From an optimization exercise on the open Yosys and OpenROAD flow, aimed at small area, a short achievable clock period and few clock cycles per item; shortcuts taken in it are not production practice. Function was checked by simulation only, so behaviour that the tests miss may differ from the original. No activity file was given, so power comes from the tool's default toggle rates.

== exp/xenon ==
==> flow/design.v (excerpt) <==
module qe_mix (
    input  wire        clk,
    input  wire        rst,
    input  wire        in_valid,
    output wire        in_ready,
    input  wire [23:0] in_sample,
    input  wire [23:0] in_gain,
    input  wire        in_last,
    input  wire [23:0] in_dgain,
    output reg         out_valid,
    input  wire        out_ready,
    output reg  [23:0] out_sample,
    output reg  [1:0]  out_clip
);
export LEC_CHECK = 0
export ABC_CLOCK_PERIOD_IN_PS = 3000
export CAP_MARGIN = 20
export CORE_MARGIN = 2
export CORE_UTILIZATION = 40
export CTS_BUF_LIST = sky130_fd_sc_hd__clkbuf_4
export GPL_ROUTABILITY_DRIVEN = 0
export SETUP_SLACK_MARGIN = 5
export SLEW_MARGIN = 20
create_clock -name core_clock -period 9.0 [get_ports {clk}]
standard.sh (not shown) runs the stock make flow with config.mk's settings and CLKGATE_MAP_FILE= SYNTH_SCRIPT=/design/flow/synth_recipe.tcl, a recipe that flattens the netlist after the stock synthesis.
==> flow/flow/run.sh <==
#!/bin/bash
set -euo pipefail
bash standard.sh "BUFFER_PORTS_ARGS=-buffer_cell sky130_fd_sc_hd__buf_1" finish > flow.log 2>&1
Testbench counts of exp/xenon, summed over its fixed seeds: cycles 14,810, items 3,200.
[inputs] exp/indigo vs exp/xenon
Settings: removing GPL_ROUTABILITY_DRIVEN (formerly 0).
==> flow/flow/run.sh <==
#!/bin/bash
set -euo pipefail
bash standard.sh "BUFFER_PORTS_ARGS=-buffer_cell sky130_fd_sc_hd__buf_1" \
  "CTS_ARGS=-sink_clustering_enable -repair_clock_nets -buf_list sky130_fd_sc_hd__clkbuf_4 -dont_use_dummy_load -sink_clustering_size 16" \
  finish > flow.log 2>&1
Results
exp/indigo against exp/xenon: total power now smaller, count of vias placed by the detailed router -288, maximum frequency has remained practically unchanged.
Inputs modified between exp/indigo and exp/pepper:
==> flow/flow/run.sh <==
#!/bin/bash
set -euo pipefail
bash standard.sh "BUFFER_PORTS_ARGS=-buffer_cell sky130_fd_sc_hd__buf_1" finish > flow.log 2>&1
Results
Final cell area excluding filler cells was lower in exp/indigo than in exp/pepper. For exp/indigo, the cell with the biggest individual delay on the critical path was sky130_fd_sc_hd__dfxtp_4, unlike exp/pepper, where it was sky130_fd_sc_hd__fa_2. exp/pepper did not stop at any stage, and its layout met the timing, design-rule and antenna checks. Total power of exp/pepper is higher than that of exp/indigo. Delta (exp/pepper minus exp/indigo): worst hold margin grew by 0.0060 ns; quantity of hold-fixing buffers added after cts held steady.
Input-level comparison between exp/quartz and exp/pepper:
Settings: swapping sky130_fd_sc_hd__clkbuf_4 for sky130_fd_sc_hd__clkbuf_2 in CTS_BUF_LIST.
[summary]
Timing, DRC, antenna: 0 failures across exp/quartz and exp/pepper
Looking only at final antenna diode count, and setting everything else aside, the higher value of exp/quartz and exp/pepper goes to exp/pepper.
exp/quartz -> exp/pepper: via-per-instance ratio flat
Routed wire in exp/quartz totals more than in exp/pepper.
Cell count essentially unchanged between exp/quartz and exp/pepper.
Data arrival time of the critical path ends up lower on exp/pepper.
Taking exp/pepper as the reference point, the post-route worst hold slack of exp/quartz falls by 0.020 ns.
Net count of the finished layout delta (exp/quartz -> exp/pepper): insignificant

qe_mix, a different RTL version from the one above (not shown whole).
Size: ~3600 cells after synthesis, about 490 flip-flops, roughly 110 I/O pins, ~0.039 mm2 of cells after synthesis.
export LEC_CHECK = 0
export ABC_CLOCK_PERIOD_IN_PS = 3000
export CAP_MARGIN = 20
export CORE_MARGIN = 2
export CORE_UTILIZATION = 40
export CTS_BUF_LIST = sky130_fd_sc_hd__clkbuf_4
export SETUP_SLACK_MARGIN = 4.5
export SLEW_MARGIN = 20
create_clock -name core_clock -period 9.0 [get_ports {clk}]
run.sh (not shown) runs the stock make flow with config.mk's settings and CLKGATE_MAP_FILE= SYNTH_SCRIPT=/design/flow/synth_recipe.tcl, a recipe that flattens the netlist after the stock synthesis.
Stock flow here: none of the scripts above is used.
The first run finished with timing, DRC and antenna clean.
Testbench counts at the start, summed over its fixed seeds: cycles 14,810, items 3,200.
Rerun with:
- SETUP_SLACK_MARGIN: 4.5 -> 5
=>
- The changed run finished clean
- clock power is higher by about 3%
- setup slack gets better by 270 ps
- die area is unchanged
- total power climbs by 1.3%
- via count barely changes

[static timing again, ports no longer ideal]
Ports are ideal in the flow. The routed layouts listed here were re-timed in OpenROAD. Step 1, drivers: a clkbuf_16 drives clk and a buf_2 each remaining input, both assumed. Step 2 adds t to the input delays and takes it off the output delays; t is the mean of the earliest and latest rising clock arrival at the registers after step 1. Input paths then give back, and output paths get back, about the clock's delay inside the block. a / b / c = no drivers / after step 1 / after step 2; a / b = the first two.
| run | t (ns) | slack for setup (ns) | slew at the worst register clock pin (ns) | worst slew at a driven data input, ns |
|---|---|---|---|---|
| exp/xenon | 1.101 | 5.093 / 5.093 / 4.927 | 0.08 / 0.08 | 0.04 |
| exp/indigo | 1.067 | 5.092 / 5.092 / 4.927 | 0.07 / 0.07 | 0.04 |
| exp/pepper | 1.101 | 5.093 / 5.093 / 4.927 | 0.08 / 0.08 | 0.04 |
| exp/quartz | 1.427 | 5.108 / 5.108 / 4.928 | 0.12 / 0.12 | 0.04 |
| the first run of note 2 | 1.102 | 4.731 / 4.731 / 4.706 | 0.07 / 0.07 | 0.08 |
| the second run of note 2 | 1.069 | 4.998 / 4.998 / 4.737 | 0.08 / 0.08 | 0.06 |
After both steps setup and hold are still met in every run listed. For the second run of note 2, which loses most, drivers alone change the setup slack by 0.000 ns; drivers and shift together by -0.261 ns.
